From an optimization exercise on the open Yosys and OpenROAD flow, aimed at small area, a short achievable clock period and few clock cycles per item; shortcuts taken in it are not production practice.
The RTL was checked by simulation tests, not by an equivalence proof against the original design.

<file path="design/flow/config.mk">
export PLATFORM = sky130hd
export DESIGN_NAME = cph_aes
export DESIGN_NICKNAME = cph_aes
export VERILOG_FILES = /design/flow/design.v
export SDC_FILE = /design/flow/constraint.sdc
export NUM_CORES = 8
export LEC_CHECK = 0
export CAP_MARGIN = 20
export CORE_MARGIN = 2
export CORE_UTILIZATION = 45
export PLACE_DENSITY = 0.6
export SETUP_SLACK_MARGIN = 3
export SLEW_MARGIN = 20
export SYNTH_HIERARCHICAL = 1
export SYNTH_MINIMUM_KEEP_SIZE = 0
</file>
<file path="design/flow/constraint.sdc">
create_clock -name core_clock -period 8.0 [get_ports {clk}]
set_input_delay 1.6000 -clock core_clock [delete_from_list [all_inputs] [get_ports {clk}]]
set_output_delay 1.6000 -clock core_clock [all_outputs]
set_load 0.01 [all_outputs]
</file>
<file path="design/flow/design.v">
module g_xor2  (input wire a, input wire b, output wire y); assign y = a ^ b;    endmodule
module g_xnor2 (input wire a, input wire b, output wire y); assign y = ~(a ^ b); endmodule
module g_nand2 (input wire a, input wire b, output wire y); assign y = ~(a & b); endmodule
module g_nor2  (input wire a, input wire b, output wire y); assign y = ~(a | b); endmodule
module aes_sbox (
    input  wire [7:0] a,
    output wire [7:0] y
);
    wire U0 = a[7], U1 = a[6], U2 = a[5], U3 = a[4], U4 = a[3], U5 = a[2], U6 = a[1], U7 = a[0];
    wire T1, T2, T3, T4, T5, T6, T7, T8, T9, T10, T11, T12, T13, T14, T15, T16, T17, T18, T19, T20, T21, T22, T23, T24, T25, T26, T27, M1, M2, M3, M4, M5, M6, M7, M8, M9, M10, M11, M12, M13, M14, M15, M16, M17, M18, M19, M20, M21, M22, M23, M24, M25, M26, M27, M28, M29, M30, M31, M32, M33, M34, M35, M36, M37, M38, M39, M40, M41, M42, M43, M44, M45, M46, M47, M48, M49, M50, M51, M52, M53, M54, M55, M56, M57, M58, M59, M60, M61, M62, M63, L0, L1, L2, L3, L4, L5, L6, L7, L8, L9, L10, L11, L12, L13, L14, L15, L16, L17, L18, L19, L20, L21, L22, L23, L24, L25, L26, L27, L28, L29;
    g_xor2 u0 (.a(U0), .b(U3), .y(T1));
    g_xor2 u1 (.a(U0), .b(U5), .y(T2));
    g_xor2 u2 (.a(U0), .b(U6), .y(T3));
    g_xor2 u3 (.a(U3), .b(U5), .y(T4));
    g_xor2 u4 (.a(U4), .b(U6), .y(T5));
    g_xor2 u5 (.a(T1), .b(T5), .y(T6));
    g_xor2 u6 (.a(U1), .b(U2), .y(T7));
    g_xor2 u7 (.a(U7), .b(T6), .y(T8));
    g_xor2 u8 (.a(U7), .b(T7), .y(T9));
    g_xor2 u9 (.a(T6), .b(T7), .y(T10));
    g_xor2 u10 (.a(U1), .b(U5), .y(T11));
    g_xor2 u11 (.a(U2), .b(U5), .y(T12));
    g_xor2 u12 (.a(T3), .b(T4), .y(T13));
    g_xor2 u13 (.a(T6), .b(T11), .y(T14));
    g_xor2 u14 (.a(T5), .b(T11), .y(T15));
    g_xor2 u15 (.a(T5), .b(T12), .y(T16));
    g_xor2 u16 (.a(T9), .b(T16), .y(T17));
    g_xor2 u17 (.a(U3), .b(U7), .y(T18));
    g_xor2 u18 (.a(T7), .b(T18), .y(T19));
    g_xor2 u19 (.a(T1), .b(T19), .y(T20));
    g_xor2 u20 (.a(U6), .b(U7), .y(T21));
    g_xor2 u21 (.a(T7), .b(T21), .y(T22));
    g_xor2 u22 (.a(T2), .b(T22), .y(T23));
    g_xor2 u23 (.a(T2), .b(T10), .y(T24));
    g_xor2 u24 (.a(T20), .b(T17), .y(T25));
    g_xor2 u25 (.a(T3), .b(T16), .y(T26));
    g_xor2 u26 (.a(T1), .b(T12), .y(T27));
    g_nand2 u27 (.a(T13), .b(T6), .y(M1));
    g_nand2 u28 (.a(T23), .b(T8), .y(M2));
    g_xnor2 u29 (.a(T14), .b(M1), .y(M3));
    g_nand2 u30 (.a(T19), .b(U7), .y(M4));
    g_xor2 u31 (.a(M4), .b(M1), .y(M5));
    g_nand2 u32 (.a(T3), .b(T16), .y(M6));
    g_nand2 u33 (.a(T22), .b(T9), .y(M7));
    g_xnor2 u34 (.a(T26), .b(M6), .y(M8));
    g_nand2 u35 (.a(T20), .b(T17), .y(M9));
    g_xor2 u36 (.a(M9), .b(M6), .y(M10));
    g_nand2 u37 (.a(T1), .b(T15), .y(M11));
    g_nand2 u38 (.a(T4), .b(T27), .y(M12));
    g_xor2 u39 (.a(M12), .b(M11), .y(M13));
    g_nand2 u40 (.a(T2), .b(T10), .y(M14));
    g_xor2 u41 (.a(M14), .b(M11), .y(M15));
    g_xnor2 u42 (.a(M3), .b(M2), .y(M16));
    g_xor2 u43 (.a(M5), .b(T24), .y(M17));
    g_xnor2 u44 (.a(M8), .b(M7), .y(M18));
    g_xor2 u45 (.a(M10), .b(M15), .y(M19));
    g_xor2 u46 (.a(M16), .b(M13), .y(M20));
    g_xor2 u47 (.a(M17), .b(M15), .y(M21));
    g_xor2 u48 (.a(M18), .b(M13), .y(M22));
    g_xor2 u49 (.a(M19), .b(T25), .y(M23));
    g_xnor2 u50 (.a(M22), .b(M23), .y(M24));
    g_nand2 u51 (.a(M22), .b(M20), .y(M25));
    g_xor2 u52 (.a(M21), .b(M25), .y(M26));
    g_xnor2 u53 (.a(M20), .b(M21), .y(M27));
    g_xor2 u54 (.a(M23), .b(M25), .y(M28));
    g_nor2 u55 (.a(M28), .b(M27), .y(M29));
    g_nor2 u56 (.a(M26), .b(M24), .y(M30));
    g_nand2 u57 (.a(M20), .b(M23), .y(M31));
    g_nor2 u58 (.a(M27), .b(M31), .y(M32));
    g_xor2 u59 (.a(M27), .b(M25), .y(M33));
    g_nand2 u60 (.a(M21), .b(M22), .y(M34));
    g_nor2 u61 (.a(M24), .b(M34), .y(M35));
    g_xor2 u62 (.a(M24), .b(M25), .y(M36));
    g_xor2 u63 (.a(M21), .b(M29), .y(M37));
    g_xor2 u64 (.a(M32), .b(M33), .y(M38));
    g_xor2 u65 (.a(M23), .b(M30), .y(M39));
    g_xor2 u66 (.a(M35), .b(M36), .y(M40));
    g_xor2 u67 (.a(M38), .b(M40), .y(M41));
    g_xor2 u68 (.a(M37), .b(M39), .y(M42));
    g_xor2 u69 (.a(M37), .b(M38), .y(M43));
    g_xor2 u70 (.a(M39), .b(M40), .y(M44));
    g_xor2 u71 (.a(M42), .b(M41), .y(M45));
    g_nand2 u72 (.a(M44), .b(T6), .y(M46));
    g_nand2 u73 (.a(M40), .b(T8), .y(M47));
    g_nand2 u74 (.a(M39), .b(U7), .y(M48));
    g_nand2 u75 (.a(M43), .b(T16), .y(M49));
    g_nand2 u76 (.a(M38), .b(T9), .y(M50));
    g_nand2 u77 (.a(M37), .b(T17), .y(M51));
    g_nand2 u78 (.a(M42), .b(T15), .y(M52));
    g_nand2 u79 (.a(M45), .b(T27), .y(M53));
    g_nand2 u80 (.a(M41), .b(T10), .y(M54));
    g_nand2 u81 (.a(M44), .b(T13), .y(M55));
    g_nand2 u82 (.a(M40), .b(T23), .y(M56));
    g_nand2 u83 (.a(M39), .b(T19), .y(M57));
    g_nand2 u84 (.a(M43), .b(T3), .y(M58));
    g_nand2 u85 (.a(M38), .b(T22), .y(M59));
    g_nand2 u86 (.a(M37), .b(T20), .y(M60));
    g_nand2 u87 (.a(M42), .b(T1), .y(M61));
    g_nand2 u88 (.a(M45), .b(T4), .y(M62));
    g_nand2 u89 (.a(M41), .b(T2), .y(M63));
    g_xor2 u90 (.a(M61), .b(M62), .y(L0));
    g_xor2 u91 (.a(M50), .b(M56), .y(L1));
    g_xor2 u92 (.a(M46), .b(M48), .y(L2));
    g_xor2 u93 (.a(M47), .b(M55), .y(L3));
    g_xor2 u94 (.a(M54), .b(M58), .y(L4));
    g_xor2 u95 (.a(M49), .b(M61), .y(L5));
    g_xnor2 u96 (.a(M62), .b(L5), .y(L6));
    g_xnor2 u97 (.a(M46), .b(L3), .y(L7));
    g_xor2 u98 (.a(M51), .b(M59), .y(L8));
    g_xor2 u99 (.a(M52), .b(M53), .y(L9));
    g_xnor2 u100 (.a(M53), .b(L4), .y(L10));
    g_xnor2 u101 (.a(M60), .b(L2), .y(L11));
    g_xor2 u102 (.a(M48), .b(M51), .y(L12));
    g_xnor2 u103 (.a(M50), .b(L0), .y(L13));
    g_xor2 u104 (.a(M52), .b(M61), .y(L14));
    g_xnor2 u105 (.a(M55), .b(L1), .y(L15));
    g_xnor2 u106 (.a(M56), .b(L0), .y(L16));
    g_xnor2 u107 (.a(M57), .b(L1), .y(L17));
    g_xnor2 u108 (.a(M58), .b(L8), .y(L18));
    g_xnor2 u109 (.a(M63), .b(L4), .y(L19));
    g_xor2 u110 (.a(L0), .b(L1), .y(L20));
    g_xor2 u111 (.a(L1), .b(L7), .y(L21));
    g_xor2 u112 (.a(L3), .b(L12), .y(L22));
    g_xor2 u113 (.a(L18), .b(L2), .y(L23));
    g_xor2 u114 (.a(L15), .b(L9), .y(L24));
    g_xor2 u115 (.a(L6), .b(L10), .y(L25));
    g_xor2 u116 (.a(L7), .b(L9), .y(L26));
    g_xor2 u117 (.a(L8), .b(L10), .y(L27));
    g_xor2 u118 (.a(L11), .b(L14), .y(L28));
    g_xor2 u119 (.a(L11), .b(L17), .y(L29));
    g_xor2 u120 (.a(L6), .b(L24), .y(y[7]));
    g_xnor2 u121 (.a(L16), .b(L26), .y(y[6]));
    g_xnor2 u122 (.a(L19), .b(L28), .y(y[5]));
    g_xor2 u123 (.a(L6), .b(L21), .y(y[4]));
    g_xor2 u124 (.a(L20), .b(L22), .y(y[3]));
    g_xor2 u125 (.a(L25), .b(L29), .y(y[2]));
    g_xnor2 u126 (.a(L13), .b(L27), .y(y[1]));
    g_xnor2 u127 (.a(L6), .b(L23), .y(y[0]));
endmodule
module aes_mixcol (
    input  wire [31:0] c,      
    input  wire        en,
    output wire [31:0] m
);
    wire [7:0] s [0:3];
    assign s[0] = c[31:24]; assign s[1] = c[23:16]; assign s[2] = c[15:8]; assign s[3] = c[7:0];
    wire [7:0] p [0:3];        
    wire [7:0] x [0:3];        
    wire [7:0] t;              
    wire [7:0] u [0:3];        
    wire [7:0] g [0:3];        
    genvar i, b;
    generate
        for (i = 0; i < 4; i = i + 1) begin : g_col
            for (b = 0; b < 8; b = b + 1) begin : g_bit
                g_xor2 u_p (.a(s[i][b]), .b(s[(i+1)%4][b]), .y(p[i][b]));
                if (b == 1 || b == 3 || b == 4) begin : g_red
                    g_xor2 u_x (.a(p[i][b-1]), .b(p[i][7]), .y(x[i][b]));
                end else if (b == 0) begin : g_b0
                    assign x[i][0] = p[i][7];
                end else begin : g_sh
                    assign x[i][b] = p[i][b-1];
                end
                g_xor2  u_u (.a(t[b]), .b(x[i][b]), .y(u[i][b]));
                g_nand2 u_g (.a(en), .b(u[i][b]), .y(g[i][b]));
                g_xnor2 u_m (.a(s[i][b]), .b(g[i][b]), .y(m[31 - 8*i - 7 + b]));
            end
        end
        for (b = 0; b < 8; b = b + 1) begin : g_t
            g_xor2 u_t (.a(p[0][b]), .b(p[2][b]), .y(t[b]));
        end
    endgenerate
endmodule
module cph_aes (
    input  wire         clk,
    input  wire         rst,          
    input  wire         in_valid,
    output wire         in_ready,
    input  wire [255:0] in_key,       
    input  wire [127:0] in_block,     
    output reg          out_valid,
    output wire [127:0] out_block     
);
    reg         busy;
    reg  [3:0]  round;                
    reg  [127:0] st;                  
    reg  [127:0] ka;                  
    reg  [127:0] kb;                  
    assign in_ready  = !busy;
    assign out_block = st;
    wire [127:0] sub;
    genvar g;
    generate
        for (g = 0; g < 16; g = g + 1) begin : g_sb
            aes_sbox u_sb (.a(st[127 - 8*g -: 8]), .y(sub[127 - 8*g -: 8]));
        end
    endgenerate
    wire [127:0] shf;
    generate
        for (g = 0; g < 16; g = g + 1) begin : g_sr
            assign shf[127 - 8*g -: 8] = sub[127 - 8*((g + 4*(g % 4)) % 16) -: 8];
        end
    endgenerate
    wire last = (round == 4'd14);
    wire [127:0] mix;
    generate
        for (g = 0; g < 4; g = g + 1) begin : g_mc
            aes_mixcol u_mc (.c(shf[127 - 32*g -: 32]), .en(!last), .m(mix[127 - 32*g -: 32]));
        end
    endgenerate
    wire [127:0] rk  = busy ? kb  : in_key[255:128];
    wire [127:0] dat = busy ? mix : in_block;
    wire [127:0] rnd_out;
    generate
        for (g = 0; g < 128; g = g + 1) begin : g_ark
            g_xor2 u_x (.a(dat[g]), .b(rk[g]), .y(rnd_out[g]));
        end
    endgenerate
    wire [31:0] kl = kb[31:0];
    wire [31:0] ksub;
    generate
        for (g = 0; g < 4; g = g + 1) begin : g_ksb
            aes_sbox u_ksb (.a(kl[31 - 8*g -: 8]), .y(ksub[31 - 8*g -: 8]));
        end
    endgenerate
    reg [7:0] rcon;
    always @(*) begin
        case (round[3:1])
            3'd0:    rcon = 8'h01;
            3'd1:    rcon = 8'h02;
            3'd2:    rcon = 8'h04;
            3'd3:    rcon = 8'h08;
            3'd4:    rcon = 8'h10;
            3'd5:    rcon = 8'h20;
            3'd6:    rcon = 8'h40;
            default: rcon = 8'h80;
        endcase
    end
    wire [31:0] t = round[0] ? ({ksub[23:0], ksub[31:24]} ^ {rcon, 24'h0}) : ksub;
    wire [31:0] a0 = ka[127:96], a1 = ka[95:64], a2 = ka[63:32], a3 = ka[31:0];
    wire [31:0] a01, a012, a0123, n0, n1, n2, n3;
    generate
        for (g = 0; g < 32; g = g + 1) begin : g_ks
            g_xor2 u_p1 (.a(a0[g]),   .b(a1[g]),  .y(a01[g]));
            g_xor2 u_p2 (.a(a01[g]),  .b(a2[g]),  .y(a012[g]));
            g_xor2 u_p3 (.a(a012[g]), .b(a3[g]),  .y(a0123[g]));
            g_xor2 u_n0 (.a(a0[g]),   .b(t[g]),   .y(n0[g]));
            g_xor2 u_n1 (.a(a01[g]),  .b(t[g]),   .y(n1[g]));
            g_xor2 u_n2 (.a(a012[g]), .b(t[g]),   .y(n2[g]));
            g_xor2 u_n3 (.a(a0123[g]),.b(t[g]),   .y(n3[g]));
        end
    endgenerate
    always @(posedge clk) begin
        if (rst) begin
            busy      <= 1'b0;
            out_valid <= 1'b0;
            round     <= 4'd1;
        end else begin
            out_valid <= 1'b0;
            if (!busy) begin
                busy  <= in_valid;
                round <= 4'd1;
            end else begin
                round <= round + 4'd1;
                if (last) begin
                    busy      <= 1'b0;
                    out_valid <= 1'b1;
                end
            end
        end
    end
    always @(posedge clk) begin
        st <= rnd_out;
        ka <= rk;
        kb <= busy ? {n0, n1, n2, n3} : in_key[127:0];
    end
endmodule
</file>
<file path="design/flow/run.sh">
#!/bin/bash
# synth_recipe.tcl (not shown) runs the flow's synth.tcl, then flattens the netlist and writes it again
# the make line also repeats each setting of config.mk as NAME=value (left out here)
make -C /OpenROAD-flow-scripts/flow DESIGN_CONFIG=/design/flow/config.mk WORK_HOME=/design/flow/orfs CLKGATE_MAP_FILE= SYNTH_SCRIPT=/design/flow/synth_recipe.tcl finish
</file>
==> run notes, run 1 <==
Hold Worst Slack: 0.4683 ns
Main combinational cell family by area after synthesis: XOR/XNOR gates
Setup repair after global routing missed its margin: yes
Detailed-route wire length: 222.0 mm
Setup TNS Final: 0 ns
HP Class: register to register
Average cell area after synthesis: 9.054 um^2
Final worst slack: 0.9379 ns
Post-layout min period: 7.062 ns
Data arrival time of the critical path: 7.61 ns
Cells after synthesis: 4,401
Initial cell density of the core: 45.23%
Worst Hold End: ka[118]
All-Layer GR Usage: 35.51%
Final setup skew: 0.04865 ns
Post-synthesis register bit count: 390
Pre-antenna DRT Iters: 5
Xor and xnor fraction of the mapped netlist area: 59.48%
Die Footprint: 90,940 um^2
H-tree levels: 2
Overflow after GRT: 0
Core utilization of the finished layout: 89.72%
Most repeated cell in the gate-level netlist after synthesis: sky130_fd_sc_hd__xor2_1
Final hold violation count: 0
Post-detailed-route via-to-cell ratio: 5.531
Synthesis Warnings: 8
Die width: 301.6 um
Number of cells traversed by the worst hold path: 1
P&R area growth vs syn: 98.39%
Simple-gate portion of the synthesized area: 7.929%
Cell Count, Final, Fillers Out: 7,357
Hold wc startpoint: kb[118]
Clk latency of the worst-skew pair: 0.66 ns
Count of nets left with antenna violations after detail routing: 0
Number of buffers inserted by port buffering: 516
Leading post-synthesis cells by cell area: sky130_fd_sc_hd__xor2_1, sky130_fd_sc_hd__dfxtp_1, sky130_fd_sc_hd__xnor2_1
Number of distinct standard cells referenced by the synthesized netlist: 20
Capturing point of the worst reg2reg path: st[84]
Number of enable flip-flop cells after synthesis: 0
Initial antenna violation count: 24
Post-Synthesis Net Count: 4,790
Share of layout cells above drive strength 1: 60.70%
Worst-case reg-to-reg path depth: 27
Clock transition at the registers of the reported paths: 0.07 ns
TritonCTS clock tree: built
Setup slack on the worst flop-to-flop path: 0.94 ns
Total instance count after detailed placement: 6,046
Critical Setup Path Class: register to register
Dominant register cell in the synthesized netlist: sky130_fd_sc_hd__dfxtp_1
Vertical extent of the die: 301.6 um
Via count of the routed design: 40,695
Placement-stage worst setup slack: 1.301 ns
Area share of the largest cell type after synthesis: 47.77%
Placeable core region: 88,100 um^2
DP Wirelength: 117.0 mm
Number of nets at the end of the flow: 6,523
Actual slew at the worst max-slew pin: 1.256 ns
Maximum net fanout on the critical path: 4
Routed len/inst: 30.17 um
Number of placement rows: 109
Crit end category: register
Total CTS buffers: 50
Status: complete, no violations
Largest net degree at the start of global routing: 142
Number of global-route vias before repair: 37,622
Worst endpoint required time: 8.55 ns
Reg2reg start: st[53]
Post-CTS Hold Buffers: 0
Count of clock tree sinks: 390
DR DRC count: 0
Max capacitance violation total: 0
Most common library cells after synthesis: sky130_fd_sc_hd__xor2_1, sky130_fd_sc_hd__nand2_1, sky130_fd_sc_hd__xnor2_1
Slew headroom: 16.24%
Area leader, netlist: sky130_fd_sc_hd__xor2_1
Post-synthesis mux area share: 11.56%
Post-synthesis share of cell area spent on full adders, half adders and majority gates: 0.06280%
Compound-cell area share of the yosys netlist: 0.1005%
Period utilization: 88.28%
Final setup violation count: 0
First DRT Iteration DRCs: 3,501
Async S/R FF share, synth: 0%
Post-synthesis instance area: 39,840 um^2
Maximum buffer depth of the clock tree: 3
Root Driver: sky130_fd_sc_hd__clkbuf_16
Max Transition Viols Final: 0
Wire length of the first global-routing pass: 238.2 mm
Post-synthesis sequential area ratio: 19.59%
Max Fclk: 141.6 MHz
# IOs: 517
Setup crit start kind: register
Routability cong.: 0.9606
-- how the worst max path moves through the flow --
stage	from	end	cells past startpoint
6_report	st[53]	st[84]	27
3_5_place_dp	st[68]	st[34]	23
2_1_floorplan	st[31]	st[10]	23
5_1_grt	st[9]	st[84]	27
4_1_cts	st[105]	st[49]	25
3_3_place_gp	st[64]	st[34]	23
-- area by class of cell --
type / count / area, um^2
Timing Repair Buffer: 1732 / 15950
Sequential cell: 390 / 8332
Clock inverter: 21 / 201.4
Fill cell: 3277 / 9055
Antenna cell: 17 / 42.54
Clock buffer: 72 / 1480
Inverter: 2 / 7.507
Tap cell: 1165 / 1458
Multi-Input combinational cell: 3958 / 51580
-- worst max-delay path: stages (launching register included) --
cell and delay [ns]:
sky130_fd_sc_hd__dfxtp_4 0.45, sky130_fd_sc_hd__xor2_4 0.35, sky130_fd_sc_hd__xor2_4 0.25, sky130_fd_sc_hd__xor2_2 0.26
sky130_fd_sc_hd__nand2_2 0.15, sky130_fd_sc_hd__xor2_2 0.26, sky130_fd_sc_hd__xor2_2 0.22, sky130_fd_sc_hd__xor2_2 0.29
sky130_fd_sc_hd__xnor2_2 0.16, sky130_fd_sc_hd__buf_4 0.18, sky130_fd_sc_hd__nor2_2 0.13, sky130_fd_sc_hd__xor2_2 0.17
sky130_fd_sc_hd__buf_4 0.21, sky130_fd_sc_hd__nand2_1 0.23, sky130_fd_sc_hd__xor2_4 0.37, sky130_fd_sc_hd__xnor2_2 0.17
sky130_fd_sc_hd__xor2_2 0.27, sky130_fd_sc_hd__xor2_2 0.17, sky130_fd_sc_hd__buf_6 0.18, sky130_fd_sc_hd__buf_4 0.13
sky130_fd_sc_hd__buf_6 0.14, sky130_fd_sc_hd__xor2_4 0.39, sky130_fd_sc_hd__xor2_1 0.36, sky130_fd_sc_hd__xor2_1 0.59
sky130_fd_sc_hd__nand2_1 0.24, sky130_fd_sc_hd__xnor2_1 0.20, sky130_fd_sc_hd__mux2_4 0.28, sky130_fd_sc_hd__xor2_1 0.14
-- layout by cell type, fill, tap and decap left out, types with 3 or more instances in the layout --
master / n
sky130_fd_sc_hd__xor2_4: 438
sky130_fd_sc_hd__nand2_2: 138
sky130_fd_sc_hd__dfxtp_1: 229
sky130_fd_sc_hd__xnor2_2: 234
sky130_fd_sc_hd__xor2_1: 858
sky130_fd_sc_hd__nand3b_1: 3
sky130_fd_sc_hd__inv_4: 3
sky130_fd_sc_hd__xnor2_1: 211
sky130_fd_sc_hd__dfxtp_2: 32
sky130_fd_sc_hd__clkbuf_8: 4
sky130_fd_sc_hd__diode_2: 17
sky130_fd_sc_hd__clkbuf_1: 13
sky130_fd_sc_hd__dfxtp_4: 129
sky130_fd_sc_hd__clkinvlp_4: 5
sky130_fd_sc_hd__a21oi_1: 3
sky130_fd_sc_hd__mux2_4: 219
sky130_fd_sc_hd__nor2_2: 40
sky130_fd_sc_hd__clkdlybuf4s50_1: 516
sky130_fd_sc_hd__buf_6: 196
sky130_fd_sc_hd__clkinv_4: 3
sky130_fd_sc_hd__nand2_4: 53
sky130_fd_sc_hd__buf_12: 72
sky130_fd_sc_hd__nand2_8: 6
sky130_fd_sc_hd__buf_4: 946
sky130_fd_sc_hd__mux2_2: 189
sky130_fd_sc_hd__nand2_1: 531
sky130_fd_sc_hd__xnor2_4: 88
sky130_fd_sc_hd__clkinv_2: 6
sky130_fd_sc_hd__nor2_1: 51
sky130_fd_sc_hd__xor2_2: 877
sky130_fd_sc_hd__clkbuf_16: 55
sky130_fd_sc_hd__a21oi_4: 4
sky130_fd_sc_hd__nor3b_1: 3
-- registers in the layout (all words and copies together) (netlist names) --
register and cells:
busy 1, kb 128, round 4, out_valid 1, st 128, ka 128
-- routing by layer --
metal	share of wire, %	wire length [um]	track usage, %
met5	0.11	252	0
met4	11	24300	16.38
met3	9.1	20140	4.935
met2	47	104400	60.92
met1	33	72850	44.22
-- stage by stage --
step	instance area [um^2]
6_report	79050
5_1_grt	79030
4_1_cts	68210
3_5_place_dp	49910
3_3_place_gp	49910
2_1_floorplan	43630
-- per-module statistics from Yosys (local to each module, per instance), a selection --
module	flip-flops and latches	times used	cells
g_xor2	0	2168	1
g_xnor2	0	528	1
g_nand2	0	728	1
cph_aes	390	1	897
g_nor2	0	80	1
-- kinds of logic (layout without fill, tap and decap cells) --
family,Yosys count,after routing
other,0,17
buffers and inverters,53,1827
multiplexers,409,409
flip-flops,390,390
XOR/XNOR,2706,2706
AO/OA/AOI/OAI,8,8
adder cells (fa/ha/maj),2,2
AND/OR/NAND/NOR,833,833
-- timing repair --
item	in CTS	in global routing
pin swaps	738	830
setup buffers	803	398
setup endpoints to repair	256	256
gates resized for setup	1401	1132
Testbench counts, summed over its fixed seeds: cycles 48,578, items 3,238.
==> run 2: changes to the inputs <==
--- a/design/flow/config.mk
+++ b/design/flow/config.mk
@@ -9,7 +9,6 @@
 export CORE_MARGIN = 2
 export CORE_UTILIZATION = 45
 export PLACE_DENSITY = 0.6
-export SETUP_SLACK_MARGIN = 3
 export SLEW_MARGIN = 20
 export SYNTH_HIERARCHICAL = 1
 export SYNTH_MINIMUM_KEEP_SIZE = 0
==> run 2 against run 1 <==
Against the previous run: via count decreased by 26%; cell count decreased by 16%; hold slack improved by 0.016 ns; register-to-register slack got worse by 0.45 ns; clock skew decreased by 0.015 ns; clock-buffer cell count decreased by 3; routed wire length decreased by 38%; maximum frequency decreased by 6.0%; core utilization decreased by 35 points; highest routed layer is now met4.
==> run notes, run 2 <==
Share of layout cells above drive strength 1: 10.88%
Final setup violation count: 0
HP Class: register to register
Detailed-route wire length: 138.1 mm
Commonest cells after routing, fill and taps aside: sky130_fd_sc_hd__xor2_1, sky130_fd_sc_hd__nand2_1, sky130_fd_sc_hd__xnor2_1
Post-synthesis sequential area ratio: 19.59%
# IOs: 517
Area leader, netlist: sky130_fd_sc_hd__xor2_1
Max Transition Viols Final: 0
DR DRC count: 0
Post-detailed-route via-to-cell ratio: 4.876
Post-synthesis register bit count: 390
Max capacitance violation total: 0
Async S/R FF share, synth: 0%
Routed len/inst: 22.39 um
Count of nets left with antenna violations after detail routing: 0
Critical Setup Path Class: register to register
Post-Synthesis Net Count: 4,790
Number of buffers inserted by port buffering: 516
Actual slew at the worst max-slew pin: 1.156 ns
Maximum net fanout on the critical path: 5
H-tree levels: 2
Setup repair after global routing missed its margin: no
Post-synthesis instance area: 39,840 um^2
Die Footprint: 90,940 um^2
Wire length of the first global-routing pass: 197.7 mm
Most common library cells after synthesis: sky130_fd_sc_hd__xor2_1, sky130_fd_sc_hd__nand2_1, sky130_fd_sc_hd__xnor2_1
Number of nets at the end of the flow: 5,349
Count of clock tree sinks: 390
Biggest regs: ka (128), kb (128), st (128)
Dominant register cell in the synthesized netlist: sky130_fd_sc_hd__dfxtp_1
Crit end category: register
Worst endpoint required time: 8.45 ns
Routability cong.: 0.9534
Period utilization: 93.91%
Core utilization of the finished layout: 54.66%
Data arrival time of the critical path: 7.96 ns
Setup crit start kind: register
Maximum buffer depth of the clock tree: 3
Number of enable flip-flop cells after synthesis: 0
Number of global-route vias before repair: 30,183
Vertical extent of the die: 301.6 um
Overflow after GRT: 0
DP Wirelength: 117.3 mm
Number of placement rows: 109
Average cell area after synthesis: 9.054 um^2
Placeable core region: 88,100 um^2
Final hold violation count: 0
All-Layer GR Usage: 29.31%
Most repeated cell in the gate-level netlist after synthesis: sky130_fd_sc_hd__xor2_1
Max Fclk: 133.1 MHz
Via count of the routed design: 30,082
First DRT Iteration DRCs: 1,645
Area share of the largest cell type after synthesis: 47.77%
Clock transition at the registers of the reported paths: 0.06 ns
Leading post-synthesis cells by cell area: sky130_fd_sc_hd__xor2_1, sky130_fd_sc_hd__dfxtp_1, sky130_fd_sc_hd__xnor2_1
TritonCTS clock tree: built
Post-CTS Hold Buffers: 0
Root Driver: sky130_fd_sc_hd__clkbuf_16
Synthesis Warnings: 8
Setup TNS Final: 0 ns
Commonest non-fill, non-tap cell in the layout: sky130_fd_sc_hd__xor2_1
Clk latency of the worst-skew pair: 0.62 ns
Initial cell density of the core: 45.23%
Die width: 301.6 um
Number of distinct standard cells referenced by the synthesized netlist: 20
Final setup skew: 0.03338 ns
Largest net degree at the start of global routing: 149
Initial antenna violation count: 2
Status: complete, no violations
Total CTS buffers: 51
P&R area growth vs syn: 20.86%
Slew headroom: 22.68%
Cells after synthesis: 4,401
Post-layout min period: 7.513 ns
Pre-antenna DRT Iters: 5
[run 2: cells by family after synthesis]
| group | share of synthesized area, % |
|---|---|
| muxes | 11.56 |
| xor gates and xnor gates | 59.48 |
| AOI/OAI and AO/OA | 0.1005 |
| DFF | 19.59 |
| and+or+nand+nor | 7.929 |
| buffers and inverters | 1.275 |
| adders and majority gates | 0.06279 |
[run 2: modules after synthesis (local to each module, per instance), excerpt]
| module | area, um^2 | flops+latches | cells inside | times used |
|---|---|---|---|---|
| g_nand2 | 3.754 | 0 | 1 | 728 |
| cph_aes | 13200 | 390 | 897 | 1 |
| g_xor2 | 8.758 | 0 | 1 | 2168 |
| g_nor2 | 3.754 | 0 | 1 | 80 |
| g_xnor2 | 8.758 | 0 | 1 | 528 |
[run 2: metrics by stage]
step	setup slack [ns]	cells	cell area, um^2	hold slack, ns
2_1_floorplan	1.870	4401	39840	0.4615
3_3_place_gp	0.3584	6072	46300	0.4676
3_5_place_dp	0.5284	6072	46300	0.4710
4_1_cts	0.4647	6167	48130	0.4865
5_1_grt	0.02218	6167	48150	0.5035
6_report	0.4871	6169	48160	0.4845
[run 2: path summary, 6_finish.rpt]
check,start,end,slack (ns),depth (start not counted)
min,kb[118],ka[118],0.48,1
max reg2reg,st[55],st[79],0.49,23
max,st[55],st[79],0.49,23
min reg2reg,kb[118],ka[118],0.48,1
[run 2: cell type report]
type / instances / area, um^2
fill: 8340 / 39950
multi-input combinational: 3958 / 31560
sequential: 390 / 7811
timing repair buffer: 557 / 5485
clock buffer: 69 / 1498
tap: 1165 / 1458
clock inverter: 26 / 327.8
inverter: 2 / 7.507
antenna: 2 / 5.005
[run 2: per-layer routing]
metal  GRT usage, %  share of wire (%)  vias to the layer above
met5              0                  0                        -
met3          3.343                4.5                      132
met1          39.74                 46                    14380
li1               -                  -                    14834
met4          7.980                2.9                        0
met2          49.00                 46                      736
[run 2: critical path, cell delays in order (launching register included)]
cell	delay [ns]
sky130_fd_sc_hd__dfxtp_1	0.49
sky130_fd_sc_hd__xor2_1	0.45
sky130_fd_sc_hd__xor2_1	0.50
sky130_fd_sc_hd__xor2_1	0.33
sky130_fd_sc_hd__nand2_1	0.11
sky130_fd_sc_hd__xor2_1	0.25
sky130_fd_sc_hd__xor2_1	0.20
sky130_fd_sc_hd__xor2_1	0.38
sky130_fd_sc_hd__xnor2_1	0.24
sky130_fd_sc_hd__xor2_1	0.21
sky130_fd_sc_hd__xor2_1	0.40
sky130_fd_sc_hd__xor2_1	0.32
sky130_fd_sc_hd__xor2_1	0.22
sky130_fd_sc_hd__nand2_1	0.13
sky130_fd_sc_hd__xor2_1	0.30
sky130_fd_sc_hd__xor2_1	0.21
sky130_fd_sc_hd__xor2_1	0.45
sky130_fd_sc_hd__xor2_1	0.54
sky130_fd_sc_hd__xor2_1	0.51
sky130_fd_sc_hd__xor2_1	0.19
sky130_fd_sc_hd__nand2_1	0.08
sky130_fd_sc_hd__xnor2_1	0.18
sky130_fd_sc_hd__mux2_2	0.31
sky130_fd_sc_hd__xor2_1	0.37
[run 2: repair_timing]
action                                  CTS  global route
buffers inserted                          0             0
resized for setup                         0             3
hold endpoints to repair                  0             0
endpoints found under the setup margin    0             3

[static timing again, ports no longer ideal]
In the flow no input, the clock included, has a driving cell. The finished layouts below were timed again as built, in two steps.
Step 1 assumes that a clkbuf_16 drives the clock port and a buf_2 every other input.
Step 2 moves the port delays by t, midway between the first and last clock arrival at a register: inputs arrive t later, outputs are due t later. That takes back most of the time a late clock gives input paths.
Three values: no drivers, after step 1, after step 2; two values: the first two.
| run | shift t [ns] | slack for setup (ns) | cell pins on the clock port's net |
|---|---|---|---|
| run 1 | 0.708 | 0.938 / 0.938 / 0.938 | 1 |
| run 2 | 0.669 | 0.487 / 0.487 / 0.487 | 1 |
After both steps setup and hold are still met in every run listed.
